This is an optimization exercise on Yosys and OpenROAD, whose aim is small area, not a production implementation. In this exercise RTL edits were held to simulation tests only and were not proved equivalent to the original. No activity file was given, so power comes from the tool's default toggle rates. The clock port is modelled as an ideal driver; clocking choices that lean on that would not hold on a real chip.

==> flow/flow/run.sh <==
#!/bin/bash
# The standard layout (standard.sh, unchanged synthesis, floorplan, power grid and
# routing), with two layout knobs that ORFS reads from the environment:
#  - the port buffers are the smallest buffer cell instead of the one buffer_ports picks;
#  - clock tree: sink clusters of up to 32 flip-flops within 80 um, no dummy loads;
# make's output goes to standard.log; each ORFS step keeps its own log under orfs/logs/.
set -euo pipefail
export BUFFER_PORTS_ARGS="-buffer_cell sky130_fd_sc_hd__buf_1"
export CTS_ARGS="-sink_clustering_enable -repair_clock_nets -sink_clustering_size 32 -sink_clustering_max_diameter 120 -dont_use_dummy_load"
bash standard.sh > standard.log 2>&1
==> flow/standard.sh <==
#!/bin/bash
# synth_recipe.tcl (not shown) runs the flow's synth.tcl, then flattens the netlist and writes it again
# the make line also repeats each setting of config.mk as NAME=value (left out here)
make -C /OpenROAD-flow-scripts/flow DESIGN_CONFIG=/design/flow/config.mk WORK_HOME=/design/flow/orfs CLKGATE_MAP_FILE= SYNTH_SCRIPT=/design/flow/synth_recipe.tcl "${@:-finish}"
==> flow/config.mk <==
export PLATFORM = sky130hd
export DESIGN_NAME = tg_rx
export DESIGN_NICKNAME = tg_rx
export VERILOG_FILES = /design/flow/design.v
export SDC_FILE = /design/flow/constraint.sdc
export NUM_CORES = 4
export LEC_CHECK = 0
export CAP_MARGIN = 20
export CORE_MARGIN = 2
export CORE_UTILIZATION = 40
export PLACE_DENSITY = 0.6
export SLEW_MARGIN = 20
==> flow/constraint.sdc <==
create_clock -name core_clock -period 10.0 [get_ports {clk}]
set_input_delay 2.0000 -clock core_clock [delete_from_list [all_inputs] [get_ports {clk}]]
set_output_delay 2.0000 -clock core_clock [all_outputs]
set_load 0.01 [all_outputs]
==> flow/design.v <==
module tg_rx (
    input             clk,
    input             rst,
    input             cfg_ok,
    input      [15:0] own_unit,
    input      [15:0] src_rel,
    input      [15:0] src_zs,
    input      [15:0] src_den,
    input      [4:0]  seq_win,
    input             ms_tick,
    input             in_valid,
    input      [7:0]  in_data,
    input             in_last,
    input             in_net,
    output reg        out_valid,
    output reg [3:0]  out_code,
    output reg [1:0]  out_stream,
    output reg        out_net,
    output reg        out_open,
    output reg        out_match,
    output reg        out_mismatch,
    output reg        out_single,
    output     [31:0] out_seq,
    output     [23:0] out_pl,
    output     [2:0]  synced,
    output     [2:0]  pair_open,
    output reg [2:0]  tmo_single
);
    localparam [3:0] C_OK     = 4'h0,
                     C_CRC    = 4'h1,
                     C_FORMAT = 4'h2,
                     C_ADDR   = 4'h3,
                     C_STREAM = 4'h4,
                     C_BEHIND = 4'h5,
                     C_AHEAD  = 4'h6,
                     C_LATE   = 4'h7;
    localparam [9:0] T_PAIR = 10'h204,    
                     T_SYNC = 10'h2B2;    
    reg [5:0]  cnt;           
    reg [31:0] crc;           
    reg        crc_ok;        
    reg        s_own, s_rel, s_zs, s_den;    
    reg        d_own, d_ff;   
    reg        fmt_ok;        
    reg        h1, h2, h3;    
    reg [31:0] fseq;          
    reg        sq_e, sq_i, sq_q, sq_l, sq_x;
    reg [95:0] body;          
    reg        b_eq;          
    reg [95:0] ring [0:2];    
    reg        ev_pend;       
    reg        ev_len_ok;
    reg        ev_net;
    function [31:0] crc32c_byte;
        input [31:0] c;
        input [7:0]  d;
        integer k;
        reg [31:0] r;
        begin
            r = c ^ {24'd0, d};
            for (k = 0; k < 8; k = k + 1)
                r = r[0] ? ((r >> 1) ^ 32'h82F63B78) : (r >> 1);
            crc32c_byte = r;
        end
    endfunction
    wire hi = ~cnt[0];
    reg [3:0]  mv_left;
    reg [2:0]  mv_s;
    reg        mv_copy;
    wire       mv_xfer = (mv_left != 4'd0) && mv_copy;
    wire       in_body = in_valid && cnt >= 6'd12 && cnt < 6'd24;    
    wire [7:0] top = ({8{h1}} & ring[0][95:88]) | ({8{h2}} & ring[1][95:88]) |
                     ({8{h3}} & ring[2][95:88]);
    reg [7:0] crc_b;
    always @* begin
        case (cnt[1:0])
            2'd0: crc_b = crc[31:24];
            2'd1: crc_b = crc[23:16];
            2'd2: crc_b = crc[15:8];
            default: crc_b = crc[7:0];
        endcase
    end
    reg [31:0]  sseq  [0:2];    
    wire [31:0]  c_sseq  = ({32{h1}} & sseq[0]) | ({32{h2}} & sseq[1]) | ({32{h3}} & sseq[2]);
    reg [7:0] s_b;
    always @* begin
        case (cnt[1:0])
            2'd0: s_b = c_sseq[31:24];
            2'd1: s_b = c_sseq[23:16];
            2'd2: s_b = c_sseq[15:8];
            default: s_b = c_sseq[7:0];
        endcase
    end
    wire [7:0] b_dif  = in_data - s_b;
    wire       b_eq7  = (in_data[6:0] == s_b[6:0]);
    wire       b_eq8  = b_eq7 && (in_data[7] == s_b[7]);
    wire       b_lt7  = (in_data[6:0] < s_b[6:0]);
    wire       b_lt8  = (in_data < s_b);
    wire       b_one  = (in_data == s_b + 8'd1) && (s_b != 8'hFF);
    wire       b_wrap = (in_data == 8'h00) && (s_b == 8'hFF);
    always @(posedge clk) begin
        if (in_valid && cnt < 6'd28)
            crc <= crc32c_byte(crc | {32{cnt == 6'd0}}, in_data);
        if (in_valid && cnt[5:2] == 4'd7)
            crc_ok <= (crc_ok || cnt[1:0] == 2'd0) && (in_data == ~crc_b);
        if (in_valid && cnt[5:1] == 5'd0) begin
            s_own <= (s_own || hi) && (in_data == (hi ? own_unit[15:8] : own_unit[7:0]));
            s_rel <= (s_rel || hi) && (in_data == (hi ? src_rel[15:8]  : src_rel[7:0]));
            s_zs  <= (s_zs  || hi) && (in_data == (hi ? src_zs[15:8]   : src_zs[7:0]));
            s_den <= (s_den || hi) && (in_data == (hi ? src_den[15:8]  : src_den[7:0]));
        end
        if (in_valid && cnt[5:1] == 5'd1) begin
            d_own <= (d_own || hi) && (in_data == (hi ? own_unit[15:8] : own_unit[7:0]));
            d_ff  <= (d_ff  || hi) && (in_data == 8'hFF);
        end
        if (in_valid && cnt == 6'd4) begin
            h1 <= (in_data == 8'd1);
            h2 <= (in_data == 8'd2);
            h3 <= (in_data == 8'd3);
        end
        if (in_valid && cnt == 6'd5)
            fmt_ok <= (in_data == 8'h01);
        if (in_valid && cnt[5:1] == 5'd3)
            fmt_ok <= fmt_ok && (in_data == 8'h00);
        if (in_valid && cnt[5:2] == 4'd2)
            fseq <= {fseq[23:0], in_data};
        if (in_valid && cnt[5:2] == 4'd2) begin
            if (cnt[1:0] == 2'd0) begin
                sq_e <= b_eq8;
                sq_i <= b_one || b_wrap;
                sq_q <= b_eq7;
                sq_l <= b_lt7;
                sq_x <= in_data[7] ^ s_b[7];
            end else if (cnt[1:0] != 2'd3) begin
                sq_e <= sq_e && b_eq8;
                sq_i <= (sq_e && b_one) || (sq_i && b_wrap);
                sq_q <= sq_q && b_eq8;
                sq_l <= sq_l || (sq_q && b_lt8);
            end else begin
                sq_e <= sq_e && b_eq8;
                sq_i <= ((sq_e && !b_lt8) || (sq_i && b_lt8)) &&
                        (b_dif[7:5] == 3'd0) && (b_dif[4:0] != 5'd0) && (b_dif[4:0] <= seq_win);
                sq_l <= sq_x ^ (sq_l || (sq_q && b_lt8));
            end
        end
        if (in_body || ev_pend || mv_xfer)
            body <= {body[87:0], in_data};
        if (in_body)
            b_eq <= (b_eq || cnt == 6'd12) && (in_data == top);
    end
    always @(posedge clk) begin
        if (rst) begin
            cnt     <= 6'd0;
            ev_pend <= 1'b0;
        end else begin
            ev_pend <= in_valid && in_last;
            if (in_valid) begin
                if (in_last)
                    cnt <= 6'd0;
                else if (cnt != 6'd32)
                    cnt <= cnt + 6'd1;
            end
        end
        ev_len_ok <= (cnt == 6'd31);
        ev_net    <= in_net;
    end
    assign out_seq = fseq;
    assign out_pl  = body[71:48];      
    reg         syn   [0:2];
    reg         have  [0:2];    
    reg         popen [0:2];
    reg         pnet  [0:2];
    reg [9:0]   tmr   [0:2];    
    reg [32:0]  img   [0:2];    
    assign synced    = {syn[2], syn[1], syn[0]};
    assign pair_open = {popen[2], popen[1], popen[0]};
    wire [32:0] cur = {d_ff, crc};
    wire [1:0] typ = {h2 | h3, h1 | h3};
    wire         c_syn   = (h1 & syn[0])   | (h2 & syn[1])   | (h3 & syn[2]);
    wire         c_popen = (h1 & popen[0]) | (h2 & popen[1]) | (h3 & popen[2]);
    wire         c_have  = (h1 & have[0])  | (h2 & have[1])  | (h3 & have[2]);
    wire         c_pnet  = (h1 & pnet[0])  | (h2 & pnet[1])  | (h3 & pnet[2]);
    wire [32:0]  c_img   = ({33{h1}} & img[0]) | ({33{h2}} & img[1]) | ({33{h3}} & img[2]);
    wire len_ok = ev_len_ok;
    wire addr_ok = (d_own | d_ff) & ~s_own;
    wire str_ok = cfg_ok & ((h1 & s_rel & (src_rel != 16'd0)) |
                            (h2 & s_zs  & (src_zs  != 16'd0)) |
                            (h3 & s_den & (src_den != 16'd0)));
    wire        zero = sq_e;
    wire        in_w = sq_i;
    wire [31:0] d    = {sq_l, 31'd0};
    wire        other_net = (c_pnet != ev_net);
    reg [3:0] v_code;
    reg [1:0] v_stream;
    reg       v_open, v_complete;
    always @* begin
        v_code     = C_OK;
        v_stream   = typ;
        v_open     = 1'b0;
        v_complete = 1'b0;
        if (!len_ok) begin
            v_code   = C_FORMAT;
            v_stream = 2'd0;
        end else if (!crc_ok) begin
            v_code   = C_CRC;
            v_stream = 2'd0;
        end else if (!fmt_ok) begin
            v_code = C_FORMAT;
        end else if (!addr_ok) begin
            v_code = C_ADDR;
        end else if (!str_ok) begin
            v_code = C_STREAM;
        end else if (c_syn) begin
            if (zero) begin
                if (c_popen && other_net)
                    v_complete = 1'b1;
                else
                    v_code = C_LATE;
            end else if (in_w) begin
                v_open = 1'b1;
            end else if (!d[31]) begin
                v_code = C_AHEAD;
            end else begin
                v_code = C_BEHIND;
            end
        end else begin
            if (c_popen && zero) begin
                if (other_net)
                    v_complete = 1'b1;
                else
                    v_code = C_LATE;
            end else if (!c_popen && c_have && zero) begin
                v_code = C_LATE;
            end else begin
                v_open = 1'b1;
            end
        end
    end
    wire v_match = (c_img == cur) && b_eq;
    wire ev_open     = ev_pend && v_open;
    wire ev_complete = ev_pend && v_complete;
    wire [2:0] hs = {h3, h2, h1};
    integer i;
    always @(posedge clk) begin
        if (rst) begin
            out_valid    <= 1'b0;
            out_open     <= 1'b0;
            out_match    <= 1'b0;
            out_mismatch <= 1'b0;
            out_single   <= 1'b0;
            tmo_single   <= 3'b000;
            for (i = 0; i < 3; i = i + 1) begin
                syn[i]   <= 1'b0;
                have[i]  <= 1'b0;
                popen[i] <= 1'b0;
            end
        end else begin
            out_valid    <= ev_pend;
            out_open     <= ev_open;
            out_match    <= ev_complete && v_match;
            out_mismatch <= ev_complete && !v_match;
            out_single   <= ev_open && c_popen;
            tmo_single   <= 3'b000;
            for (i = 0; i < 3; i = i + 1) begin
                if (hs[i] && ev_open) begin
                    popen[i] <= 1'b1;
                    have[i]  <= 1'b1;
                end else if (hs[i] && ev_complete) begin
                    popen[i] <= 1'b0;
                    if (v_match)
                        syn[i] <= 1'b1;
                end else if (ms_tick) begin
                    if (popen[i] && tmr[i] == T_PAIR) begin
                        popen[i]      <= 1'b0;
                        tmo_single[i] <= 1'b1;
                    end
                    if (syn[i] && tmr[i] == T_SYNC)
                        syn[i] <= 1'b0;
                end
            end
        end
    end
    always @(posedge clk) begin
        for (i = 0; i < 3; i = i + 1) begin
            if (hs[i] && (ev_open || ev_complete)) begin
                tmr[i] <= 10'd0;
                if (v_open) begin
                    pnet[i] <= ev_net;
                    sseq[i] <= fseq;
                    img[i]  <= cur;    
                end
            end else if (ms_tick && (popen[i] || syn[i])) begin
                tmr[i] <= {tmr[i][8:0], ~(tmr[i][9] ^ tmr[i][6])};
            end
        end
    end
    always @(posedge clk) begin
        out_code   <= v_code;
        out_stream <= v_stream;
        out_net    <= ev_net;
    end
    always @(posedge clk) begin
        if (rst) begin
            mv_left <= 4'd0;
        end else if (ev_open) begin
            mv_left <= 4'd11;
            mv_s    <= {h3, h2, h1};
            mv_copy <= 1'b1;
        end else if (in_valid && in_last && cnt >= 6'd12 && cnt < 6'd23) begin
            mv_left <= 4'd7 - cnt[3:0];
            mv_s    <= {h3, h2, h1};
            mv_copy <= 1'b0;
        end else if (mv_left != 4'd0) begin
            mv_left <= mv_left - 4'd1;
        end
    end
    integer r;
    always @(posedge clk) begin
        for (r = 0; r < 3; r = r + 1) begin
            if (ev_open && hs[r])
                ring[r] <= {ring[r][87:0], body[95:88]};
            else if (mv_left != 4'd0 && mv_s[r])
                ring[r] <= {ring[r][87:0], mv_copy ? body[95:88] : ring[r][95:88]};
            else if (in_body && hs[r])
                ring[r] <= {ring[r][87:0], ring[r][95:88]};
        end
    end
endmodule
==> results of run 1 <==
==> cells by family (layout without fill, tap and decap cells) <==
kind of cell,count (synthesis),in the layout,synth area share (%)
AOI/OAI and AO/OA,227,227,6.03
xor gates and xnor gates,196,196,6.67
adders and majority gates,20,20,0.876
buffers and inverters,134,252,2.23
DFF,733,733,75.5
muxes,84,84,3.09
other,1,1,0.0133
and+or+nand+nor,318,318,5.56
==> power breakdown <==
part | internal [mW] | switching (mW)
combinational | 0.436 | 0.627
sequential | 4.15 | 0.320
clock | 0.487 | 0.832
total | 5.08 | 1.78
==> critical path: cells and delay by family <==
kind                   cells  cell delay, ns
AO/OA/AOI/OAI              4            1.18
buffers and inverters      4            0.69
AND/OR/NAND/NOR            6            1.75
==> layer usage <==
layer,vias up,share of wire (%),track usage [%]
li1,6782,-,-
met2,457,48,26.4
met1,7556,44,22.1
met4,0,2.6,4.71
met3,84,5.6,2.37
met5,-,0,0
==> path summary, 6_finish.rpt <==
check                                start  cells past startpoint     endpoint  slack (ns)
worst max register to register      cnt[0]                     19         sq_i        5.09
worst min-delay path            ring[1][4]                      0  ring[1][12]        0.37
worst max-delay path            src_den[8]                     14       syn[1]        4.84
worst min register to register  ring[1][4]                      0  ring[1][12]        0.37
==> cell type report <==
type | instances | area [µm²] | share of cell area (%)
clock buffer | 27 | 676 | 2.21
inverter | 34 | 128 | 0.418
multi-input combinational | 846 | 6330 | 20.7
sequential | 733 | 21400 | 69.9
tap | 940 | 1180 | 3.85
timing repair buffer | 191 | 900 | 2.94
==> sequential cells by signal, summed over array words and instances (netlist names), 4 cells and up <==
name,flops
sseq,96
img,99
crc,32
fseq,32
tmr,30
body,96
mv_left,4
cnt,6
ring,288
==> cell usage in the layout, fill, tap and decap left out, types with 20 or more instances in the layout <==
| cell | count |
|---|---|
| a21oi_1 | 37 |
| edfxtp_1 | 667 |
| o21ai_0 | 46 |
| xnor2_1 | 126 |
| mux2_2 | 25 |
| inv_1 | 28 |
| nor2_1 | 113 |
| nand2_1 | 56 |
| xor2_1 | 55 |
| nor3_1 | 25 |
| dfxtp_1 | 65 |
| buf_1 | 157 |
| mux2i_1 | 59 |
| nand3_1 | 20 |
| a222oi_1 | 83 |
| clkbuf_16 | 27 |
| nor4_1 | 30 |
| buf_4 | 29 |
==> through the flow <==
| step | util, % | setup slack, ns | hold slack, ns |
|---|---|---|---|
| 2_1_floorplan | - | 3.72 | 0.379 |
| 3_3_place_gp | 42.6 | 4.56 | 0.400 |
| 3_5_place_dp | 42.6 | 4.34 | 0.405 |
| 4_1_cts | 43.5 | 4.94 | 0.375 |
| 5_1_grt | 43.6 | 4.47 | 0.382 |
| 6_report | 43.6 | 4.84 | 0.370 |
==> Yosys cell counts (all sizes together), types with 2 or more instances <==
library cell  number  share of area [%]
nand3b             3              0.080
or3                5               0.13
a21boi             2              0.053
nand4b             3              0.093
a222oi            83                2.9
clkbuf            47               0.62
nor2b             10               0.22
a211oi             2              0.053
and4b              4               0.14
mux2i             59                2.1
nor2             115                1.5
xnor2            139                4.9
nand4             18               0.40
mux2              25                1.0
buf               53                1.2
o22ai              9               0.20
nor4              31               0.69
o211ai             8               0.21
a31oi              7               0.15
o21ai             48               0.85
a22oi              2              0.053
dfxtp             66                4.7
a22o               3              0.093
inv               32               0.42
a2111oi            4               0.12
clkinv             2              0.027
o2111ai            3              0.093
and3               2              0.044
a41oi              3              0.093
a21o               5               0.13
nand3             20               0.35
xor2              57                1.8
and2              10               0.22
a21oi             37               0.66
edfxtp           667                 71
nand2b             6               0.13
o31ai              3              0.080
ha                19               0.84
nor3              26               0.50
nor4b              5               0.15
nand2             56               0.74
==> out/results.env, run 1 <==
DESIGN.DIE.AREA_UM2=72800
DRT_WL_TOTAL_UM=60200
DRIVE_GT1_SHARE_PCT=6.55
SKEW_NS=0.126
POST-DP-HPWL_UM=39500
INSTANCES_NO_FILL=2771
POWER_DENSITY_nW_PER_UM2=224
ROUTED_VIA_DENSITY=5.37
DIE-HEIGHT_UM=270
MAX-CLOCK-PATH-BUFFERS=3
POSTPLACECELLAREA_UM2=29800
DRTANTENNAVIOLNETS=0
CRITICAL_PATH.MAX_STAGE_DELAY_NS=0.85
FIRST_GLOBAL_VIAS=14500
CRIT_REQUIRED_NS=10.47
SETUP-TNS-FINAL_NS=0
POSTSYNTHNETCOUNT=1816
DRT_PASS1_ITERATIONS=8
GRT_OVERFLOW=0
WIRE_PER_INST_UM=21.7
CRITICAL-PATH-SLOWEST-CELL='nor4_1'
AREA_DELTA_SYNTH_FINAL_PCT=8.13
POSTCTSRESIZEDCELLS=0
SYNTHESIS.YOSYS.WARNINGS=9
YS_ASYNC_SR_FRACTION_PCT=0
NFILLCELLS=6151
CRITPATHCAPTURETYPE='flop'
CRIT_ARRIVAL_NS=5.63
HTREEDEPTH=1
PEAKVDDDROP_uV=135
FINALNETCOUNT=1936
DIEWIDTH_UM=270
SYNTH_SEQUENTIAL_AREA_RATIO_PCT=75.5
DESIGN_POWER_TOTAL_mW=6.86
MIN_PATH_TYPE='flop to flop'
FINALHOLDVIOLCOUNT=0
TRITONCTS='done'
SYNTH.FF_LATCH_COUNT=733
PREVAILING_POST_SYNTH_REGISTER_CELL='edfxtp_1'
SYNTH_EDF_COUNT=667
PLACE.PORT_BUFFERS=159
MAXSLEWHEADROOM_PCT=30.1
REG_CLK_SLEW_REPORTED_PATHS_NS=0.12
ACHIEVABLE-FREQUENCY_GHz=0.194
CTSROOTBUFFERMASTER='clkbuf_16'
FINAL_SETUP_VIOLATION_COUNT=0
OUTCOME='timing/DRC/antenna clean'
CRITICAL_PATH.CELL_CHAIN='buf_1 > nor4_1 > a41oi_1 > a311oi_1 > nand2b_1 > or3_1 > or2_2 > inv_1 > nand2_1 > inv_2 > buf_4 > o21ai_0 > o21ai_0 > nor2b_1'
FINAL-MAX-SLEW-VIOLATION-COUNT=0
CP_MAX_FO=68
FIN_CRIT_NS=5.16
DRV_CAP=0
P_LEAK_nW=9.78
POST_PLACEMENT_CELL_COUNT=2741
VIAS_AFTER_DETAILED_ROUTING=14900
WORST_PATH_MOST_REPEATED_CELL='o21ai_0'
ROWS=97
SYNTH.CELL_AREA_UM2=28300
WORSTSKEWPAIRLATENCY_NS=0.64
PLACEABLECOREAREA_UM2=70000
DRT_ITER0_DRC=1470
GRT_SETUP_UNREPAIRED='false'
HOLD_BUFFERS=0
PERIOD_SHARE_PCT=51.6
CTS_MADE_BUFFERS=27
ANTENNA-DIODE-COUNT=0
GLOBALROUTETOTALUTIL_PCT=16.0
ANTENNA_FOUND_INITIAL=0
TRANSITION_AT_THE_PIN_WITH_THE_SMALLEST_MAX_TRANSITION_SLACK_NS=1.05
YOSYS_CELL_TYPES=65
LAYOUT.CELL_AREA.NON_FILLER_UM2=30600
SYNTH_CELLS=1713
POST-CTS-SETUP-BUFFERS=0
CTS.SINKS=733
CRITPATHKIND='primary input to flop'
POST-ROUTE-DRC-COUNT=0
GP_CONGESTION=0.843
START_KIND='primary input'
INITIAL_CORE_UTIL_PCT=40.4
GRT_PASS1_WL_UM=89500
PIN_COUNT=161
SYNTHESIS.AREA_PER_INSTANCE_UM2=16.5
GRT_START_MAX_NET_PINS=97
==> inputs of run 2 (changes only) <==
--- a/flow/flow/run.sh
+++ b/flow/flow/run.sh
@@ -7,4 +7,4 @@
 set -euo pipefail
 export BUFFER_PORTS_ARGS="-buffer_cell sky130_fd_sc_hd__buf_1"
-export CTS_ARGS="-sink_clustering_enable -repair_clock_nets -sink_clustering_size 32 -sink_clustering_max_diameter 120 -dont_use_dummy_load"
+export CTS_ARGS="-sink_clustering_enable -repair_clock_nets -buf_list sky130_fd_sc_hd__clkbuf_8 -sink_clustering_size 16 -sink_clustering_max_diameter 150 -dont_use_dummy_load"
 bash standard.sh > standard.log 2>&1
==> run 2 against run 1 <==
Against the previous run:
- worst hold slack worse by 0.037 ns
- routed wire length rose by 1.5%
- clock power about the same
- sequential power about the same
- clock skew fell by 0.0026 ns
- register-to-register slack better by 0.03 ns
- largest cell class unchanged
- critical path type unchanged
- first-iteration DRC count down 13%
- fmax is essentially flat
==> out/results.env, run 2 <==
OUTCOME='timing/DRC/antenna clean'  # unchanged
MAXSLEWHEADROOM_PCT=28.9  # was 30.1%
FINALHOLDVIOLCOUNT=0  # unchanged
INITIAL_CORE_UTIL_PCT=40.4  # unchanged
POWER_DENSITY_nW_PER_UM2=225  # was 224 nW/µm²
WORST_PATH_MOST_REPEATED_CELL='o21ai_0'  # unchanged
GRT_PASS1_WL_UM=90800  # was 89,500 µm
PEAKVDDDROP_uV=128  # was 135 µV
CRITICAL-PATH-SLOWEST-CELL='nor4_1'  # unchanged
FINAL-MAX-SLEW-VIOLATION-COUNT=0  # unchanged
FIRST_GLOBAL_VIAS=14800  # was 14,500
RR_ENDPOINT='sq_i'  # unchanged
START_KIND='primary input'  # unchanged
P_SEQ_SHARE_PCT=65.1  # was 65.2%
TIMING.CRITICAL_PATH.MAX_DELAY_FAMILY='simple AND/OR/NAND/NOR gates'  # unchanged
YOSYS_CELL_TYPES=65  # unchanged
P_LEAK_nW=9.82  # was 9.78 nW
MAX_FFS_PER_REGISTER=288  # unchanged
SYNTHESIS.AREA_PER_INSTANCE_UM2=16.5  # unchanged
YS_ASYNC_SR_FRACTION_PCT=0  # unchanged
AREA_DELTA_SYNTH_FINAL_PCT=8.29  # was 8.13%
POST-DP-HPWL_UM=39500  # unchanged
P_CLK_SHARE_PCT=19.5  # was 19.2%
FINAL_SETUP_VIOLATION_COUNT=0  # unchanged
CRITICAL_PATH.MAX_STAGE_DELAY_NS=0.89  # was 0.85 ns
SYNTH_EDF_COUNT=667  # unchanged
DRTANTENNAVIOLNETS=0  # unchanged
LAYOUT_COMMONEST_CELL='edfxtp_1'  # unchanged
HOLD_BUFFERS=0  # unchanged
DRT_ITER0_DRC=1284  # was 1,470
SYNTHESIS.YOSYS.WARNINGS=9  # unchanged
DRV_CAP=0  # unchanged
SYNTH.MOST_COMMON_CELL='edfxtp_1'  # unchanged
R2R_SLACK_NS=5.12  # was 5.09 ns
DIEWIDTH_UM=270  # unchanged
FINALNETCOUNT=1961  # was 1,936
TOP_REGS='ring: 288 flops, img: 99 flops'  # unchanged
WORSTSKEWPAIRLATENCY_NS=0.72  # was 0.64 ns
SYNTH.CELL_AREA_UM2=28300  # unchanged
ROUTED_VIA_DENSITY=5.37  # about the same
CRITICAL_PATH.CELL_CHAIN='buf_1 > nor4_1 > a41oi_1 > a311oi_1 > nand2b_1 > or3_1 > or2_2 > inv_1 > nand2_1 > inv_2 > buf_4 > o21ai_0 > o21ai_0 > nor2b_1'  # unchanged
CTS.SINKS=733  # unchanged
SKEW_NS=0.124  # was 0.126 ns
CTS_MADE_BUFFERS=52  # was 27
FIN_CRIT_NS=5.16  # about the same
CRITPATHCAPTURETYPE='flop'  # unchanged
SYNTH_CELLS=1713  # unchanged
LAYOUT_COMMON_CELLS='edfxtp_1, buf_1, xnor2_1'  # unchanged
MAX-CLOCK-PATH-BUFFERS=3  # unchanged
CELL_TYPE_WITH_THE_HIGHEST_AGGREGATE_AREA_IN_THE_NETLIST='edfxtp_1'  # unchanged
DRT_WL_TOTAL_UM=61200  # was 60,200 µm
GLOBALROUTETOTALUTIL_PCT=16.4  # was 16.0%
PIN_COUNT=161  # unchanged
DRIVE_GT1_SHARE_PCT=7.81  # was 6.55%
R2R_START='cnt[0]'  # unchanged
HOLD_PATH_DEPTH=0  # unchanged
PERIOD_SHARE_PCT=51.6  # about the same
CP_MAX_FO=68  # unchanged
HTREEDEPTH=2  # was 1
REGISTERS.TOP_BY_FF_COUNT='ring'  # unchanged
P_SW_SHARE_PCT=26.5  # was 25.9%
INTERNAL_POWER_mW=5.06  # was 5.08 mW
P_COMB_SHARE_PCT=15.4  # was 15.5%
CRIT_BUF_INV=4  # unchanged
GRT_OVERFLOW=0  # unchanged
REG2REG_DEPTH=17  # was 19
REG_CLK_SLEW_REPORTED_PATHS_NS=0.11  # was 0.12 ns
PREVAILING_POST_SYNTH_REGISTER_CELL='edfxtp_1'  # unchanged
TRITONCTS='done'  # unchanged
DESIGN.DIE.AREA_UM2=72800  # unchanged
SYNTHTOPCELLSBYAREA='edfxtp_1, dfxtp_1, xnor2_1'  # unchanged
SYNTHTOPCELLSBYCOUNT='edfxtp_1, xnor2_1, nor2_1'  # unchanged
NET_SWITCHING_POWER_OF_THE_DESIGN_mW=1.82  # was 1.78 mW
VIAS_AFTER_DETAILED_ROUTING=15000  # was 14,900
CP-STARTPOINT='src_den[8]'  # unchanged
SETUP-TNS-FINAL_NS=0  # unchanged
ANTENNA_FOUND_INITIAL=2  # was 0
GRT_START_MAX_NET_PINS=97  # unchanged
ROWS=97  # unchanged
DIE-HEIGHT_UM=270  # unchanged
CTSROOTBUFFERMASTER='clkbuf_8'  # was clkbuf_16
CRITPATHKIND='primary input to flop'  # unchanged
SYNTHDOMINANTCELLAREASHARE_PCT=70.9  # unchanged
SYNTH.FF_LATCH_COUNT=733  # unchanged
SYNTH_SEQUENTIAL_AREA_RATIO_PCT=75.5  # unchanged
TIMING.CRITICAL_PATH.DEPTH=14  # unchanged
POSTSYNTHNETCOUNT=1816  # unchanged
ACHIEVABLE-FREQUENCY_GHz=0.194  # about the same
POST-CTS-SETUP-BUFFERS=0  # unchanged
ENDPOINT='syn[1]'  # unchanged
PLACEABLECOREAREA_UM2=70000  # unchanged
MIN_PATH_TYPE='flop to flop'  # unchanged
DRT_PASS1_ITERATIONS=8  # unchanged
PLACE.PORT_BUFFERS=159  # unchanged
POST-ROUTE-DRC-COUNT=0  # unchanged
WIRE_PER_INST_UM=21.9  # was 21.7 µm
TRANSITION_AT_THE_PIN_WITH_THE_SMALLEST_MAX_TRANSITION_SLACK_NS=1.06  # was 1.05 ns
GRT_SETUP_UNREPAIRED='false'  # unchanged
CRIT_ARRIVAL_NS=5.68  # was 5.63 ns
POSTCTSRESIZEDCELLS=0  # unchanged
GP_CONGESTION=0.843  # unchanged
FIN_UTIL_PCT=43.7  # was 43.6%
CRIT_REQUIRED_NS=10.52  # was 10.47 ns
==> run 2: cell families after synthesis <==
family          count (synthesis)  synth area share, %
fa+ha+maj                      20                0.876
mux                            84                 3.09
buf+inv                       134                 2.23
compound gates                227                 6.03
flops                         733                 75.5
xor+xnor                      196                 6.67
other cells                     1               0.0133
simple gates                  318                 5.56
==> run 2: worst min path at each step <==
stage	to	from	slack (ns)
after floorplan	out_net	ev_net	0.38
after global placement	ring[2][13]	ring[2][5]	0.40
after detailed placement	body[18]	body[10]	0.40
after CTS	ring[1][12]	ring[1][4]	0.32
after global routing	ring[1][12]	ring[1][4]	0.33
final	ring[1][12]	ring[1][4]	0.33
==> run 2: area by class of cell <==
cell class | count | area [µm²]
inverters | 34 | 128
clock buffers | 52 | 716
well taps | 940 | 1180
flip-flops and latches | 733 | 21400
repair buffers | 191 | 900
multi-input cells | 846 | 6330
diodes | 2 | 5.00
fillers | 6139 | 39400
==> run 2: metrics by stage <==
step | instances | cell area [µm²] | worst slack [ns] | power (mW) | hold slack, ns
3_5_place_dp | 2741 | 29800 | 4.34 | 5.60 | 0.405
2_1_floorplan | 1713 | 28300 | 3.72 | 5.26 | 0.379
4_1_cts | 2793 | 30500 | 5.01 | 6.94 | 0.324
5_1_grt | 2797 | 30600 | 4.54 | 7.19 | 0.329
3_3_place_gp | 2741 | 29800 | 4.56 | 5.55 | 0.400
6_report | 2798 | 30600 | 4.84 | 6.88 | 0.334
==> run 2: power groups by stage <==
| stage | logic, mW | clock network, mW | registers, mW |
|---|---|---|---|
| finish | 1.06 | 1.34 | 4.47 |
| global placement | 1.02 | 0 | 4.53 |
| floorplan | 0.859 | 0 | 4.40 |
| global route | 1.16 | 1.50 | 4.53 |
| CTS | 1.05 | 1.41 | 4.49 |
| detailed placement | 1.04 | 0 | 4.55 |
==> run 2: layer usage <==
layer  share of wire, %  track usage (%)  routed length, µm  vias up
li1                   -                -                  -     6826
met5              0.021                0                 13        -
met1                 43             22.1              26400     7596
met2                 47             26.4              28900      489
met3                6.4             3.36               3910      108
met4                3.2             5.69               1930        2
==> inputs of run 3 (changes only) <==
--- a/flow/flow/run.sh
+++ b/flow/flow/run.sh
@@ -7,4 +7,4 @@
 set -euo pipefail
 export BUFFER_PORTS_ARGS="-buffer_cell sky130_fd_sc_hd__buf_1"
-export CTS_ARGS="-sink_clustering_enable -repair_clock_nets -buf_list sky130_fd_sc_hd__clkbuf_8 -sink_clustering_size 16 -sink_clustering_max_diameter 150 -dont_use_dummy_load"
+export CTS_ARGS="-sink_clustering_enable -repair_clock_nets -buf_list sky130_fd_sc_hd__clkbuf_8 -sink_clustering_size 16 -sink_clustering_max_diameter 80 -dont_use_dummy_load"
 bash standard.sh > standard.log 2>&1
==> run 3 against run 2 <==
Against the previous run:
- cell area is essentially flat
- final cell count is essentially flat
- first-iteration DRC count is 8.6% higher
- critical path type unchanged
- flip-flop and latch count stayed put
==> out/results.env, run 3 <==
OUTCOME='timing/DRC/antenna clean'  # unchanged
MAXSLEWHEADROOM_PCT=29.9  # was 28.9%
CRIT_ARRIVAL_NS=5.58  # was 5.68 ns
FIRST_GLOBAL_VIAS=14800  # about the same
LAYOUT_COMMON_CELLS='edfxtp_1, buf_1, xnor2_1'  # unchanged
GLOBAL_ROUTE.USAGE.MET2_PCT=26.3  # was 26.4%
HTREEDEPTH=2  # unchanged
GLOBALROUTETOTALUTIL_PCT=16.3  # was 16.4%
CRITPATHKIND='primary input to flop'  # unchanged
MOST_USED_LAYER_GLOBAL_ROUTE='met2'  # unchanged
START_KIND='primary input'  # unchanged
FIN_CRIT_NS=5.07  # was 5.16 ns
GROUTE.LAYER.MET3.USAGE_PCT=3.23  # was 3.36%
LAYOUT_COMMONEST_CELL='edfxtp_1'  # unchanged
TIMING.CRITICAL_PATH.MAX_DELAY_FAMILY='simple AND/OR/NAND/NOR gates'  # unchanged
FINAL-MAX-SLEW-VIOLATION-COUNT=0  # unchanged
SYNTHTOPCELLSBYCOUNT='edfxtp_1, xnor2_1, nor2_1'  # unchanged
SYNTH.CELL_AREA_UM2=28300  # unchanged
POST_PLACEMENT_CELL_COUNT=2741  # unchanged
MAX_FFS_PER_REGISTER=288  # unchanged
AREA_DELTA_SYNTH_FINAL_PCT=8.28  # was 8.29%
CRITICAL_PATH.MAX_STAGE_DELAY_NS=0.81  # was 0.89 ns
INSTANCES_NO_FILL=2797  # was 2,798
REG2REG_DEPTH=19  # was 17
TRANSITION_AT_THE_PIN_WITH_THE_SMALLEST_MAX_TRANSITION_SLACK_NS=1.05  # was 1.06 ns
CP_MAX_FO=68  # unchanged
TRITONCTS='done'  # unchanged
NFILLCELLS=6145  # was 6,139
RR_ENDPOINT='sq_i'  # unchanged
TOP_REGS='ring: 288 flops, img: 99 flops'  # unchanged
SEQ_AREA_UM2=21400  # unchanged
SYNTH.FF_LATCH_COUNT=733  # unchanged
VIAS_AFTER_DETAILED_ROUTING=15000  # about the same
DRT_ITER0_DRC=1394  # was 1,284
CRIT_REQUIRED_NS=10.51  # was 10.52 ns
HOLD_PATH_DEPTH=0  # unchanged
PLACEMENT.SETUP.WORST_SLACK_NS=4.34  # unchanged
FOOTPRINT_OF_THE_MULTI_INPUT_GATES_UM2=6330  # unchanged
REG_CLK_SLEW_REPORTED_PATHS_NS=0.10  # was 0.11 ns
ROWS=97  # unchanged
SETUP-TNS-FINAL_NS=0  # unchanged
FINALHOLDVIOLCOUNT=0  # unchanged
LAYOUT_SETUP_WS_NS=4.93  # was 4.84 ns
HOLD_BUFFERS=0  # unchanged
PERIOD_SHARE_PCT=50.7  # was 51.6%
ANTENNA_FOUND_INITIAL=2  # unchanged
SYNTHESIS.YOSYS.WARNINGS=9  # unchanged
PLACE.PORT_BUFFERS=159  # unchanged
R2R_SLACK_NS=5.12  # about the same
SYNTHESIS.AREA_PER_INSTANCE_UM2=16.5  # unchanged
DESIGN_POWER_TOTAL_mW=6.87  # was 6.88 mW
MIN_PATH_TYPE='flop to flop'  # unchanged
GP_CONGESTION=0.843  # unchanged
DRTANTENNAVIOLNETS=0  # unchanged
PIN_COUNT=161  # unchanged
PREVAILING_POST_SYNTH_REGISTER_CELL='edfxtp_1'  # unchanged
TIMING.CRITICAL_PATH.DEPTH=14  # unchanged
POSTSYNTHNETCOUNT=1816  # unchanged
ACHIEVABLE-FREQUENCY_GHz=0.197  # was 0.194 GHz
SYNTH_CELLS=1713  # unchanged
DRV_CAP=0  # unchanged
YS_ASYNC_SR_FRACTION_PCT=0  # unchanged
DRIVE_GT1_SHARE_PCT=7.81  # unchanged
SYNTHTOPCELLSBYAREA='edfxtp_1, dfxtp_1, xnor2_1'  # unchanged
P_LEAK_nW=9.82  # unchanged
DRT_WL_TOTAL_UM=61000  # was 61,200 µm
MAX-CLOCK-PATH-BUFFERS=3  # unchanged
POST-DP-HPWL_UM=39500  # unchanged
SKEW_NS=0.144  # was 0.124 ns
CP-STARTPOINT='src_den[8]'  # unchanged
SYNTH.MOST_COMMON_CELL='edfxtp_1'  # unchanged
FINAL_SETUP_VIOLATION_COUNT=0  # unchanged
CRITPATHCAPTURETYPE='flop'  # unchanged
POST-ROUTE-DRC-COUNT=0  # unchanged
DESIGN.DIE.AREA_UM2=72800  # unchanged
GRT_SETUP_UNREPAIRED='false'  # unchanged
REGISTERS.TOP_BY_FF_COUNT='ring'  # unchanged
DIE-HEIGHT_UM=270  # unchanged
INITIAL_CORE_UTIL_PCT=40.4  # unchanged
R2R_START='cnt[0]'  # unchanged
POSTCTSRESIZEDCELLS=0  # unchanged
YOSYS_CELL_TYPES=65  # unchanged
POWER_DENSITY_nW_PER_UM2=224  # was 225 nW/µm²
SYNTH_SEQUENTIAL_AREA_RATIO_PCT=75.5  # unchanged
WIRE_PER_INST_UM=21.8  # was 21.9 µm
FINALNETCOUNT=1961  # unchanged
CRITICAL-PATH-SLOWEST-CELL='nor4_1'  # unchanged
CELL_TYPE_WITH_THE_HIGHEST_AGGREGATE_AREA_IN_THE_NETLIST='edfxtp_1'  # unchanged
CRIT_BUF_INV=4  # unchanged
PEAKVDDDROP_uV=131  # was 128 µV
PLACEABLECOREAREA_UM2=70000  # unchanged
WORSTSKEWPAIRLATENCY_NS=0.72  # about the same
POST-CTS-SETUP-BUFFERS=0  # unchanged
CTS.SINKS=733  # unchanged
CTS_MADE_BUFFERS=52  # unchanged
GRT_OVERFLOW=0  # unchanged
CRITICAL_PATH.CELL_CHAIN='buf_1 > nor4_1 > a41oi_1 > a311oi_1 > nand2b_1 > or3_1 > or2_2 > inv_1 > nand2_1 > inv_2 > buf_4 > o21ai_0 > o21ai_0 > nor2b_1'  # unchanged
GRT_START_MAX_NET_PINS=97  # unchanged
WORST_PATH_MOST_REPEATED_CELL='o21ai_0'  # unchanged
DIEWIDTH_UM=270  # unchanged
FIN_UTIL_PCT=43.7  # about the same
ENDPOINT='syn[1]'  # unchanged
GRT_PASS1_WL_UM=90500  # was 90,800 µm
DRT_PASS1_ITERATIONS=8  # unchanged
CTSROOTBUFFERMASTER='clkbuf_8'  # unchanged
MET1_RESOURCE_USE_GR_PCT=22.0  # was 22.1%
ROUTED_VIA_DENSITY=5.37  # about the same
SYNTHDOMINANTCELLAREASHARE_PCT=70.9  # unchanged
SYNTH_EDF_COUNT=667  # unchanged
==> run 3: final cells by class <==
cell class | count | area share (%)
Sequential cell | 733 | 69.8
Multi-Input combinational cell | 846 | 20.7
Tap cell | 940 | 3.84
Timing Repair Buffer | 191 | 2.94
Clock buffer | 52 | 2.34
Inverter | 34 | 0.417
Antenna cell | 1 | 0.00818
==> run 3: report_power, final <==
part / switching, mW / internal [mW]
Sequential: 0.320 / 4.15
Clock: 0.868 / 0.465
Combinational: 0.625 / 0.436
==> run 3: worst min path at each step <==
stage                          start     endpoint  slack [ns]
after floorplan               ev_net      out_net        0.38
after global placement    ring[2][5]  ring[2][13]        0.40
after detailed placement    body[10]     body[18]        0.40
after CTS                 ring[1][4]  ring[1][12]        0.31
after global routing      ring[1][4]  ring[1][12]        0.32
final                     ring[1][4]  ring[1][12]        0.32
==> run 3: cell families after synthesis <==
family | synth area share, %
adder cells (fa/ha/maj) | 0.876
AND/OR/NAND/NOR | 5.56
other | 0.0133
multiplexers | 3.09
AO/OA/AOI/OAI | 6.03
XOR/XNOR | 6.67
flip-flops | 75.5
buffers and inverters | 2.23
==> run 3: through the flow <==
step | hold WS (ns) | area [µm²]
floorplan | 0.379 | 28300
global placement | 0.400 | 29800
detailed placement | 0.405 | 29800
CTS | 0.314 | 30500
global route | 0.322 | 30600
finish | 0.324 | 30600
==> run 3: worst register-to-register path, stage by stage, from the launching register on <==
cell      delay, ns
dfxtp_2        0.67
inv_1          0.20
ha_1           0.42
inv_1          0.43
o221ai_1       0.22
o21ai_0        0.48
xor2_1         0.19
ha_1           0.24
a41oi_1        0.16
o21ai_0        0.20
xor2_1         0.21
ha_1           0.33
o21a_1         0.11
o21ai_0        0.15
nand2b_1       0.08
a21oi_1        0.14
a31oi_1        0.05
nor4_1         0.26
o211ai_1       0.13
nand3_1        0.08
==> run 3: per-layer routing <==
metal	share of wire, %	vias to the layer above
li1	-	6825
met1	44	7610
met2	47	486
met3	6.0	110
met4	3.3	2
met5	0.021	-
==> inputs of run 4 (changes only) <==
--- a/flow/config.mk
+++ b/flow/config.mk
@@ -8,5 +8,5 @@
 export CAP_MARGIN = 20
 export CORE_MARGIN = 2
-export CORE_UTILIZATION = 40
-export PLACE_DENSITY = 0.6
+export CORE_UTILIZATION = 55
+export PLACE_DENSITY = 0.7
 export SLEW_MARGIN = 20
==> run 4 against run 3 <==
Against the previous run:
- power fell by 0.32%
- utilization rose by 15 points
- largest power group unchanged
- worst hold slack improved by 0.063 ns
==> out/results.env, run 4 <==
GRT_START_MAX_NET_PINS=97  # unchanged
POST-CTS-SETUP-BUFFERS=0  # unchanged
ANTENNA_FOUND_INITIAL=3  # was 2
POST_SYNTH_MUX_AREA_SHARE_PCT=3.09  # unchanged
INSTANCES_NO_FILL=2536  # was 2,797
MIN_FROM='ring[0][33]'  # was ring[1][4]
CP_MAX_FO=10  # was 68
DESIGN_POWER_TOTAL_mW=6.85  # was 6.87 mW
P_LEAK_nW=9.80  # was 9.82 nW
P_SW_SHARE_PCT=26.3  # was 26.4%
GP_CONGESTION=0.863  # was 0.843
CTS.SINKS=733  # unchanged
LAYOUT_SETUP_WS_NS=5.07  # was 4.93 ns
SYNTH_SEQUENTIAL_AREA_RATIO_PCT=75.5  # unchanged
CRITPATHKIND='flop to flop'  # was primary input to flop
DRIVE_GT1_SHARE_PCT=7.61  # was 7.81%
HOLD_BUFFERS=0  # unchanged
POSTCTSRESIZEDCELLS=0  # unchanged
ROWS=83  # was 97
FINALNETCOUNT=1959  # was 1,961
R2R_START='cnt[1]'  # was cnt[0]
POWER_DENSITY_nW_PER_UM2=226  # was 224 nW/µm²
P_SEQ_SHARE_PCT=65.4  # was 65.1%
SYNTH_TOP_FAMILY_BY_AREA='XOR/XNOR gates'  # unchanged
PREVAILING_POST_SYNTH_REGISTER_CELL='edfxtp_1'  # unchanged
CRIT_ARRIVAL_NS=5.35  # was 5.58 ns
SYNTHESIS.YOSYS.WARNINGS=9  # unchanged
SYNTHDOMINANTCELLAREASHARE_PCT=70.9  # unchanged
LAYOUT_COMMON_CELLS='edfxtp_1, buf_1, xnor2_1'  # unchanged
INTERNAL_POWER_mW=5.05  # was 5.06 mW
TOP_REGS='ring: 288 flops, img: 99 flops'  # unchanged
GRT_OVERFLOW=0  # unchanged
START_KIND='flop'  # was primary input
FINALHOLDVIOLCOUNT=0  # unchanged
DRT_ITER0_DRC=1678  # was 1,394
MAXSLEWHEADROOM_PCT=26.4  # was 29.9%
CRITICAL-PATH-SLOWEST-CELL='o21ai_0'  # was nor4_1
MOST_USED_LAYER_GLOBAL_ROUTE='met2'  # unchanged
TIMING.CRITICAL_PATH.MAX_DELAY_FAMILY='compound AO/OA/AOI/OAI gates'  # was simple AND/OR/NAND/NOR gates
ROUTED_VIA_DENSITY=5.94  # was 5.37
CRITICAL_PATH.CELL_CHAIN='inv_1 > ha_1 > inv_1 > o221ai_1 > o21ai_0 > xor2_1 > ha_1 > a41oi_1 > o21ai_0 > a31oi_1 > xnor2_1 > ha_1 > and3_1 > a31oi_1 > nor4_1 > o211ai_1 > nand3_1'  # was buf_1 > nor4_1 > a41oi_1 > a311oi_1 > nand2b_1 > or3_1 > or2_2 > inv_1 > nand2_1 > inv_2 > buf_4 > o21ai_0 > o21ai_0 > nor2b_1
OUTCOME='timing/DRC/antenna clean'  # unchanged
DRV_CAP=0  # unchanged
MET1_RESOURCE_USE_GR_PCT=30.6  # was 22.0%
SYNTH_FA_HA_AREA_SHARE_PCT=0.876  # unchanged
REGISTERS.TOP_BY_FF_COUNT='ring'  # unchanged
PEAKVDDDROP_uV=139  # was 131 µV
HOLD_PATH_DEPTH=0  # unchanged
HTREEDEPTH=2  # unchanged
GLOBALROUTETOTALUTIL_PCT=21.7  # was 16.3%
MIN_PATH_TYPE='flop to flop'  # unchanged
SYNTHTOPCELLSBYAREA='edfxtp_1, dfxtp_1, xnor2_1'  # unchanged
PERIOD_SHARE_PCT=49.3  # was 50.7%
FIN_UTIL_PCT=59.2  # was 43.7%
NET_SWITCHING_POWER_OF_THE_DESIGN_mW=1.80  # was 1.81 mW
WIRE_PER_INST_UM=22.9  # was 21.8 µm
GROUTE.LAYER.MET3.USAGE_PCT=3.47  # was 3.23%
DRT_PASS1_ITERATIONS=8  # unchanged
DRTANTENNAVIOLNETS=0  # unchanged
WORST_PATH_MOST_REPEATED_CELL='ha_1'  # was o21ai_0
PIN_COUNT=161  # unchanged
PLACEABLECOREAREA_UM2=51100  # was 70,000 µm²
SETUP-TNS-FINAL_NS=0  # unchanged
PLACEMENT.SETUP.WORST_SLACK_NS=4.39  # was 4.34 ns
GRT_SETUP_UNREPAIRED='false'  # unchanged
CTSROOTBUFFERMASTER='clkbuf_8'  # unchanged
SYNTHTOPCELLSBYCOUNT='edfxtp_1, xnor2_1, nor2_1'  # unchanged
POST_SYNTH_AND_OR_NAND_NOR_AREA_FRACTION_PCT=5.56  # unchanged
SYNTH_CELLS=1713  # unchanged
GRT_PASS1_WL_UM=87200  # was 90,500 µm
SKEW_NS=0.0807  # was 0.144 ns
POST-DP-HPWL_UM=36100  # was 39,500 µm
WORSTHOLDENDPOINT='ring[0][41]'  # was ring[1][12]
DIE-HEIGHT_UM=231  # was 270 µm
YOSYS_CELL_TYPES=65  # unchanged
MAX_FFS_PER_REGISTER=288  # unchanged
ACHIEVABLE-FREQUENCY_GHz=0.203  # was 0.197 GHz
REG2REG_DEPTH=17  # was 19
SYNTHESIS.AREA_PER_INSTANCE_UM2=16.5  # unchanged
CRIT_REQUIRED_NS=10.42  # was 10.51 ns
FINAL_SETUP_VIOLATION_COUNT=0  # unchanged
SYNTH-COMPOUND-AREA-SHARE_PCT=6.03  # unchanged
P_COMB_SHARE_PCT=15.4  # was 15.5%
SYNTH.CELL_AREA_UM2=28300  # unchanged
FINAL-MAX-SLEW-VIOLATION-COUNT=0  # unchanged
RR_ENDPOINT='sq_i'  # unchanged
PLACE.PORT_BUFFERS=159  # unchanged
R2R_SLACK_NS=5.07  # was 5.12 ns
SYNTH.FF_LATCH_COUNT=733  # unchanged
CRITICAL_PATH.MAX_STAGE_DELAY_NS=0.53  # was 0.81 ns
SYNTH_EDF_COUNT=667  # unchanged
REG_CLK_SLEW_REPORTED_PATHS_NS=0.10  # about the same
MAX-CLOCK-PATH-BUFFERS=3  # unchanged
SYNTH_XOR_XNOR_AREA_SHARE_PCT=6.67  # unchanged
LAYOUT_COMMONEST_CELL='edfxtp_1'  # unchanged
FIN_CRIT_NS=4.93  # was 5.07 ns
TRITONCTS='done'  # unchanged
CRITPATHCAPTURETYPE='flop'  # unchanged
DIEWIDTH_UM=231  # was 270 µm
POST-ROUTE-DRC-COUNT=0  # unchanged
TRANSITION_AT_THE_PIN_WITH_THE_SMALLEST_MAX_TRANSITION_SLACK_NS=1.10  # was 1.05 ns
POST_PLACEMENT_CELL_COUNT=2480  # was 2,741
P_CLK_SHARE_PCT=19.2  # was 19.4%
POSTSYNTHNETCOUNT=1816  # unchanged
WORSTSKEWPAIRLATENCY_NS=0.69  # was 0.72 ns
DRT_WL_TOTAL_UM=58000  # was 61,000 µm
CTS_MADE_BUFFERS=51  # was 52
CP-STARTPOINT='cnt[1]'  # was src_den[8]
YS_ASYNC_SR_FRACTION_PCT=0  # unchanged
AREA_DELTA_SYNTH_FINAL_PCT=7.01  # was 8.28%
CELL_TYPE_WITH_THE_HIGHEST_AGGREGATE_AREA_IN_THE_NETLIST='edfxtp_1'  # unchanged
FIRST_GLOBAL_VIAS=14700  # was 14,800
SYNTH.MOST_COMMON_CELL='edfxtp_1'  # unchanged
CRIT_BUF_INV=2  # was 4
INITIAL_CORE_UTIL_PCT=55.3  # was 40.4%
GLOBAL_ROUTE.USAGE.MET2_PCT=34.7  # was 26.3%
VIAS_AFTER_DETAILED_ROUTING=15100  # was 15,000
DESIGN.DIE.AREA_UM2=53200  # was 72,800 µm²
run 4: cell counts after synthesis:
No cell type changed its count.
run 4: worst max path at each step:
| stage | endpoint | slack, ns | cells past startpoint |
|---|---|---|---|
| 2_1_floorplan | sq_q | 3.72 | 3 |
| 3_3_place_gp | syn[1] | 4.55 | 14 |
| 3_5_place_dp | syn[1] | 4.39 | 14 |
| 4_1_cts | syn[1] | 5.10 | 14 |
| 5_1_grt | sq_i | 4.51 | 17 |
| 6_report | sq_i | 5.07 | 17 |
run 4: area by class of cell:
| class | instances | area [µm²] |
|---|---|---|
| Fill cell | 3901 | 20800 |
| Sequential cell | 733 | 21400 |
| Clock buffer | 51 | 702 |
| Inverter | 34 | 128 |
| Tap cell | 680 | 851 |
| Antenna cell | 2 | 5.00 |
| Timing Repair Buffer | 190 | 883 |
| Multi-Input combinational cell | 846 | 6330 |
run 4: kinds of logic (layout without fill, tap and decap cells):
family / Yosys count / count (layout)
muxes: 84 / 84
xor gates and xnor gates: 196 / 196
buffers and inverters: 134 / 275
AOI/OAI and AO/OA: 227 / 227
adders and majority gates: 20 / 20
DFF: 733 / 733
other: 1 / 3
and+or+nand+nor: 318 / 318
run 4: metal layers:
metal,up-vias,wire length (µm)
met5,-,0
met4,0,1730
met3,117,3990
met2,596,27800
met1,7539,24500
li1,6814,-
run 4: per-stage QoR:
| stage | cell area (µm²) | hold slack [ns] |
|---|---|---|
| 6_report | 30200 | 0.387 |
| 3_5_place_dp | 29500 | 0.405 |
| 2_1_floorplan | 28300 | 0.379 |
| 3_3_place_gp | 29500 | 0.400 |
| 5_1_grt | 30200 | 0.395 |
| 4_1_cts | 30200 | 0.373 |
run 4: power by group through the flow:
stage                     combinational, mW  sequential [mW]  clock, mW
final                                  1.06             4.47       1.32
after global routing                   1.15             4.53       1.46
after CTS                              1.03             4.48       1.36
after detailed placement               1.03             4.54          0
after global placement                 1.01             4.52          0
after floorplan                       0.859             4.40          0
==> inputs of run 5 (changes only) <==
--- a/flow/flow/run.sh
+++ b/flow/flow/run.sh
@@ -3,5 +3,6 @@
 # routing), with two layout knobs that ORFS reads from the environment:
 #  - the port buffers are the smallest buffer cell instead of the one buffer_ports picks;
-#  - clock tree: sink clusters of up to 32 flip-flops within 80 um, no dummy loads;
+#  - clock tree: clkbuf_8 buffers, sink clusters of up to 16 flip-flops within 80 um,
+#    no dummy loads;
 # make's output goes to standard.log; each ORFS step keeps its own log under orfs/logs/.
 set -euo pipefail
==> run 5 against run 4 <==
Against the previous run:
- setup slack unchanged
- critical endpoint unchanged
- critical path type unchanged
- routed wire length unchanged
- critical path depth unchanged
- clock power about the same
- cell area unchanged
- sequential share of layout area unchanged
- fmax unchanged
- register-to-register slack about the same
- utilization unchanged
- final cell count unchanged
==> out/results.env, run 5 <==
REGISTERS.TOP_BY_FF_COUNT='ring'  # unchanged
TRANSITION_AT_THE_PIN_WITH_THE_SMALLEST_MAX_TRANSITION_SLACK_NS=1.10  # unchanged
CRITPATHCAPTURETYPE='flop'  # unchanged
SETUP-TNS-FINAL_NS=0  # unchanged
FINAL_SETUP_VIOLATION_COUNT=0  # unchanged
LAYOUT_SETUP_WS_NS=5.07  # unchanged
P_LEAK_nW=9.80  # unchanged
SYNTH.MOST_COMMON_CELL='edfxtp_1'  # unchanged
POST-ROUTE-DRC-COUNT=0  # unchanged
TIMING.CRITICAL_PATH.DEPTH=17  # unchanged
FIRST_GLOBAL_VIAS=14700  # unchanged
CRIT_BUF_INV=2  # unchanged
POST-DP-HPWL_UM=36100  # unchanged
DESIGN.DIE.AREA_UM2=53200  # unchanged
PREVAILING_POST_SYNTH_REGISTER_CELL='edfxtp_1'  # unchanged
CRITPATHKIND='flop to flop'  # unchanged
PLACEABLECOREAREA_UM2=51100  # unchanged
FIN_UTIL_PCT=59.2  # unchanged
FINALNETCOUNT=1959  # unchanged
SYNTHDOMINANTCELLAREASHARE_PCT=70.9  # unchanged
CRITICAL_PATH.CELL_CHAIN='inv_1 > ha_1 > inv_1 > o221ai_1 > o21ai_0 > xor2_1 > ha_1 > a41oi_1 > o21ai_0 > a31oi_1 > xnor2_1 > ha_1 > and3_1 > a31oi_1 > nor4_1 > o211ai_1 > nand3_1'  # unchanged
GP_CONGESTION=0.863  # unchanged
WORSTSKEWPAIRLATENCY_NS=0.69  # about the same
PERIOD_SHARE_PCT=49.3  # unchanged
GRT_PASS1_WL_UM=87200  # unchanged
CELL_TYPE_WITH_THE_HIGHEST_AGGREGATE_AREA_IN_THE_NETLIST='edfxtp_1'  # unchanged
DRIVE_GT1_SHARE_PCT=7.61  # unchanged
DRT_ITER0_DRC=1678  # unchanged
YOSYS_CELL_TYPES=65  # unchanged
WORST_HOLD_SLACK_NS=0.387  # unchanged
SEQ_AREA_UM2=21400  # unchanged
PLACE.PORT_BUFFERS=159  # unchanged
INSTANCES_NO_FILL=2536  # unchanged
MAX_FFS_PER_REGISTER=288  # unchanged
HTREEDEPTH=2  # unchanged
FOOTPRINT_OF_THE_MULTI_INPUT_GATES_UM2=6330  # unchanged
PLACEMENT.SETUP.WORST_SLACK_NS=4.39  # unchanged
CRITICAL_PATH.MAX_STAGE_DELAY_NS=0.53  # about the same
SYNTH.CELL_AREA_UM2=28300  # unchanged
RR_ENDPOINT='sq_i'  # unchanged
POSTCTSRESIZEDCELLS=0  # unchanged
DIEWIDTH_UM=231  # unchanged
DRT_WL_TOTAL_UM=58000  # unchanged
ROWS=83  # unchanged
LAYOUT_COMMON_CELLS='edfxtp_1, buf_1, xnor2_1'  # unchanged
DRTANTENNAVIOLNETS=0  # unchanged
SYNTHTOPCELLSBYCOUNT='edfxtp_1, xnor2_1, nor2_1'  # unchanged
NFILLCELLS=3901  # unchanged
CP-STARTPOINT='cnt[1]'  # unchanged
WORST_PATH_MOST_REPEATED_CELL='ha_1'  # unchanged
SYNTH.FF_LATCH_COUNT=733  # unchanged
ACHIEVABLE-FREQUENCY_GHz=0.203  # unchanged
DIE-HEIGHT_UM=231  # unchanged
INITIAL_CORE_UTIL_PCT=55.3  # unchanged
YS_ASYNC_SR_FRACTION_PCT=0  # unchanged
DRV_CAP=0  # unchanged
SYNTH_CELLS=1713  # unchanged
GLOBALROUTETOTALUTIL_PCT=21.7  # unchanged
WIRE_PER_INST_UM=22.9  # unchanged
MIN_FROM='ring[0][33]'  # unchanged
SYNTHTOPCELLSBYAREA='edfxtp_1, dfxtp_1, xnor2_1'  # unchanged
TRITONCTS='done'  # unchanged
ENDPOINT='sq_i'  # unchanged
CTS_MADE_BUFFERS=51  # unchanged
SYNTH_SEQUENTIAL_AREA_RATIO_PCT=75.5  # unchanged
PIN_COUNT=161  # unchanged
SYNTHESIS.YOSYS.WARNINGS=9  # unchanged
ROUTED_VIA_DENSITY=5.94  # unchanged
GRT_SETUP_UNREPAIRED='false'  # unchanged
FINALHOLDVIOLCOUNT=0  # unchanged
OUTCOME='timing/DRC/antenna clean'  # unchanged
MIN_PATH_TYPE='flop to flop'  # unchanged
REG2REG_DEPTH=17  # unchanged
POST_PLACEMENT_CELL_COUNT=2480  # unchanged
POSTSYNTHNETCOUNT=1816  # unchanged
CTSROOTBUFFERMASTER='clkbuf_8'  # unchanged
PEAKVDDDROP_uV=139  # unchanged
TIMING.CRITICAL_PATH.MAX_DELAY_FAMILY='compound AO/OA/AOI/OAI gates'  # unchanged
SYNTHESIS.AREA_PER_INSTANCE_UM2=16.5  # unchanged
CP_MAX_FO=10  # unchanged
MAX-CLOCK-PATH-BUFFERS=3  # unchanged
LAYOUT_COMMONEST_CELL='edfxtp_1'  # unchanged
GRT_OVERFLOW=0  # unchanged
FIN_CRIT_NS=4.93  # unchanged
HOLD_PATH_DEPTH=0  # unchanged
POST-CTS-SETUP-BUFFERS=0  # unchanged
AREA_DELTA_SYNTH_FINAL_PCT=7.01  # unchanged
DRT_PASS1_ITERATIONS=8  # unchanged
CRIT_REQUIRED_NS=10.42  # about the same
CTS.SINKS=733  # unchanged
MAXSLEWHEADROOM_PCT=26.4  # unchanged
START_KIND='flop'  # unchanged
GRT_START_MAX_NET_PINS=97  # unchanged
REG_CLK_SLEW_REPORTED_PATHS_NS=0.10  # about the same
FINAL-MAX-SLEW-VIOLATION-COUNT=0  # unchanged
CRITICAL-PATH-SLOWEST-CELL='o21ai_0'  # unchanged
ANTENNA_FOUND_INITIAL=3  # unchanged
SKEW_NS=0.0807  # unchanged
SYNTH_EDF_COUNT=667  # unchanged
HOLD_BUFFERS=0  # unchanged
VIAS_AFTER_DETAILED_ROUTING=15100  # unchanged
CRIT_ARRIVAL_NS=5.35  # about the same
POWER_DENSITY_nW_PER_UM2=226  # unchanged
TOP_REGS='ring: 288 flops, img: 99 flops'  # unchanged
R2R_SLACK_NS=5.07  # about the same
R2R_START='cnt[1]'  # unchanged
==> run 5: cell counts in the layout (fill, tap and decap cells not counted) <==
Identical to the previous run, type by type.
==> run 5: power by group <==
| part | switching (mW) | internal (mW) | total (mW) |
|---|---|---|---|
| clock | 0.859 | 0.457 | 1.32 |
| sequential | 0.319 | 4.16 | 4.47 |
| combinational | 0.623 | 0.433 | 1.06 |
==> run 5: how the worst min path moves through the flow <==
stage                     slack [ns]           to
after global routing            0.39  ring[0][64]
after global placement          0.40     body[92]
after CTS                       0.37  ring[0][41]
after floorplan                 0.38      out_net
final                           0.39  ring[0][41]
after detailed placement        0.40     body[17]
==> run 5: through the flow <==
step	cell area [µm²]	total power, mW
final	30200	6.85
after global routing	30200	7.14
after CTS	30200	6.87
after detailed placement	29500	5.58
after global placement	29500	5.53
after floorplan	28300	5.26
==> run 5: layout make-up <==
type	instances	share of cell area [%]
antenna	2	0.0165
clock buffer	51	2.32
inverter	34	0.422
multi-input combinational	846	20.9
sequential	733	70.6
tap	680	2.81
timing repair buffer	190	2.92
==> run 5: kinds of logic (layout without fill, tap and decap cells) <==
logic type	count (synthesis)	count (layout)	share of synthesized area, %
AOI/OAI and AO/OA	227	227	6.03
xor gates and xnor gates	196	196	6.67
adders and majority gates	20	20	0.876
buffers and inverters	134	275	2.23
DFF	733	733	75.5
muxes	84	84	3.09
other	1	3	0.0133
and+or+nand+nor	318	318	5.56
==> run 5: routing by layer <==
metal  track usage (%)  up-vias  wire length, µm
met2              34.7      596            27800
met3              3.47      117             3990
met1              30.6     7539            24500
li1                  -     6814                -
met5                 0        -                0
met4              7.46        0             1730
==> inputs of run 6 (changes only) <==
--- a/flow/config.mk
+++ b/flow/config.mk
@@ -6,7 +6,7 @@
 export NUM_CORES = 4
 export LEC_CHECK = 0
-export CAP_MARGIN = 20
+export CAP_MARGIN = 0
 export CORE_MARGIN = 2
 export CORE_UTILIZATION = 55
 export PLACE_DENSITY = 0.7
-export SLEW_MARGIN = 20
+export SLEW_MARGIN = 0
==> run 6 against run 5 <==
Against the previous run:
- still clean
- register-to-register slack improved by 0.02 ns
- clock skew increased by 0.0012 ns
- clock power about the same
- synthesized area unchanged
- first-iteration DRC count increased by 9.7%
- routed wire length decreased by 0.31%
- critical path type unchanged
- largest cell class unchanged
==> out/results.env, run 6 <==
INSTANCES_NO_FILL=2532  # was 2,536
TRITONCTS='done'  # unchanged
VIAS_AFTER_DETAILED_ROUTING=15100  # about the same
CRITICAL_PATH.MAX_STAGE_DELAY_NS=0.53  # about the same
SYNTH_CELLS=1713  # unchanged
DIEWIDTH_UM=231  # unchanged
START_KIND='flop'  # unchanged
ROUTED_VIA_DENSITY=5.95  # was 5.94
SYNTHESIS.YOSYS.WARNINGS=9  # unchanged
TIMING.CRITICAL_PATH.MAX_DELAY_FAMILY='compound AO/OA/AOI/OAI gates'  # unchanged
REG2REG_DEPTH=17  # unchanged
ACHIEVABLE-FREQUENCY_GHz=0.204  # was 0.203 GHz
CTS_MADE_BUFFERS=51  # unchanged
SYNTH_TOP_FAMILY_BY_AREA='XOR/XNOR gates'  # unchanged
POST-CTS-SETUP-BUFFERS=0  # unchanged
PIN_COUNT=161  # unchanged
R2R_SLACK_NS=5.09  # was 5.07 ns
POWER_DENSITY_nW_PER_UM2=226  # about the same
ANTENNA_FOUND_INITIAL=3  # unchanged
PERIOD_SHARE_PCT=49.1  # was 49.3%
FINAL_SETUP_VIOLATION_COUNT=0  # unchanged
SYNTHDOMINANTCELLAREASHARE_PCT=70.9  # unchanged
POST-DP-HPWL_UM=36100  # unchanged
CELL_TYPE_WITH_THE_HIGHEST_AGGREGATE_AREA_IN_THE_NETLIST='edfxtp_1'  # unchanged
PLACEMENT.SETUP.WORST_SLACK_NS=4.39  # unchanged
DR_WL_MET2_UM=27600  # was 27,800 µm
SKEW_NS=0.0819  # was 0.0807 ns
SYNTH_XOR_XNOR_AREA_SHARE_PCT=6.67  # unchanged
SEQ_AREA_UM2=21400  # unchanged
CRITPATHCAPTURETYPE='flop'  # unchanged
FOOTPRINT_OF_THE_MULTI_INPUT_GATES_UM2=6330  # unchanged
ROWS=83  # unchanged
POSTPLACECELLAREA_UM2=29500  # unchanged
GRT_START_MAX_NET_PINS=97  # unchanged
DESIGN.DIE.AREA_UM2=53200  # unchanged
PREVAILING_POST_SYNTH_REGISTER_CELL='edfxtp_1'  # unchanged
HOLD_BUFFERS=0  # unchanged
CRITICAL-PATH-SLOWEST-CELL='o21ai_0'  # unchanged
LAYOUT.CELL_AREA.NON_FILLER_UM2=30200  # about the same
LAYOUT_COMMONEST_CELL='edfxtp_1'  # unchanged
WIRELENGTH_MET1_UM=24400  # was 24,500 µm
GLOBALROUTETOTALUTIL_PCT=21.7  # unchanged
FINALHOLDVIOLCOUNT=0  # unchanged
PLACEABLECOREAREA_UM2=51100  # unchanged
GRT_OVERFLOW=0  # unchanged
CRIT_REQUIRED_NS=10.42  # about the same
POST_SYNTH_AND_OR_NAND_NOR_AREA_FRACTION_PCT=5.56  # unchanged
INITIAL_CORE_UTIL_PCT=55.3  # unchanged
REG_CLK_SLEW_REPORTED_PATHS_NS=0.11  # was 0.10 ns
OUTCOME='timing/DRC/antenna clean'  # unchanged
DRV_CAP=0  # unchanged
SYNTHTOPCELLSBYCOUNT='edfxtp_1, xnor2_1, nor2_1'  # unchanged
MIN_PATH_TYPE='flop to flop'  # unchanged
CRITPATHKIND='flop to flop'  # unchanged
YS_ASYNC_SR_FRACTION_PCT=0  # unchanged
MIN_FROM='ring[0][33]'  # unchanged
SYNTH-COMPOUND-AREA-SHARE_PCT=6.03  # unchanged
SYNTH_EDF_COUNT=667  # unchanged
LAYOUT_COMMON_CELLS='edfxtp_1, buf_1, xnor2_1'  # unchanged
MAX_FFS_PER_REGISTER=288  # unchanged
CRIT_BUF_INV=2  # unchanged
SYNTH.FF_LATCH_COUNT=733  # unchanged
SYNTH.CELL_AREA_UM2=28300  # unchanged
PLACE.PORT_BUFFERS=159  # unchanged
CTSROOTBUFFERMASTER='clkbuf_8'  # unchanged
CRIT_ARRIVAL_NS=5.33  # was 5.35 ns
CP_MAX_FO=10  # unchanged
HTREEDEPTH=2  # unchanged
AREA_DELTA_SYNTH_FINAL_PCT=6.74  # was 7.01%
POSTCTSRESIZEDCELLS=0  # unchanged
GRT_SETUP_UNREPAIRED='false'  # unchanged
==> run 6: cell counts after synthesis <==
Identical to the previous run, type by type.
==> run 6: metal layers <==
metal  up-vias  GRT usage (%)
li1       6806              -
met4         0           7.46
met2       628           34.7
met3       108           3.47
met5         -              0
met1      7529           30.6
==> run 6: kinds of logic (layout without fill, tap and decap cells) <==
| family | Yosys count | count (layout) |
|---|---|---|
| xor gates and xnor gates | 196 | 196 |
| buffers and inverters | 134 | 272 |
| AOI/OAI and AO/OA | 227 | 227 |
| DFF | 733 | 733 |
| adders and majority gates | 20 | 20 |
| other | 1 | 2 |
| and+or+nand+nor | 318 | 318 |
| muxes | 84 | 84 |
==> run 6: cell type report <==
cell class,instances,area share (%)
clock buffers,51,2.33
inverters,34,0.423
multi-input cells,846,21.0
well taps,680,2.82
flip-flops and latches,733,70.8
repair buffers,187,2.68
diodes,1,0.00829
==> run 6: where the power goes <==
part,internal [mW],switching (mW)
Clock,0.457,0.860
Sequential,4.16,0.319
Combinational,0.411,0.617
Total,5.03,1.80
==> run 6: through the flow <==
stage	hold WS, ns	utilization (%)
finish	0.384	59.0
global route	0.395	59.0
CTS	0.373	59.0
detailed placement	0.405	57.7
global placement	0.400	57.7
floorplan	0.379	-
==> run 6: how the worst max path moves through the flow <==
| stage | startpoint | to | slack [ns] | cells past startpoint |
|---|---|---|---|---|
| 3_5_place_dp | src_den[1] | syn[1] | 4.39 | 14 |
| 4_1_cts | src_den[1] | syn[1] | 5.10 | 14 |
| 6_report | cnt[1] | sq_i | 5.09 | 17 |
| 5_1_grt | cnt[1] | sq_i | 4.51 | 17 |
| 2_1_floorplan | in_valid | sq_q | 3.72 | 3 |
| 3_3_place_gp | src_den[4] | syn[1] | 4.55 | 14 |
==> run 6: worst register-to-register path, cell delays in order, from the launching register on <==
cell and delay [ns]:
dfxtp_1 0.51, inv_1 0.19, ha_1 0.44, inv_1 0.45, o221ai_1 0.20, o21ai_0 0.53
xor2_1 0.18, ha_1 0.24, a41oi_1 0.16, o21ai_0 0.23, a31oi_1 0.38, xnor2_1 0.19
ha_1 0.27, and3_1 0.19, a31oi_1 0.21, nor4_1 0.08, o211ai_1 0.10, nand3_1 0.09
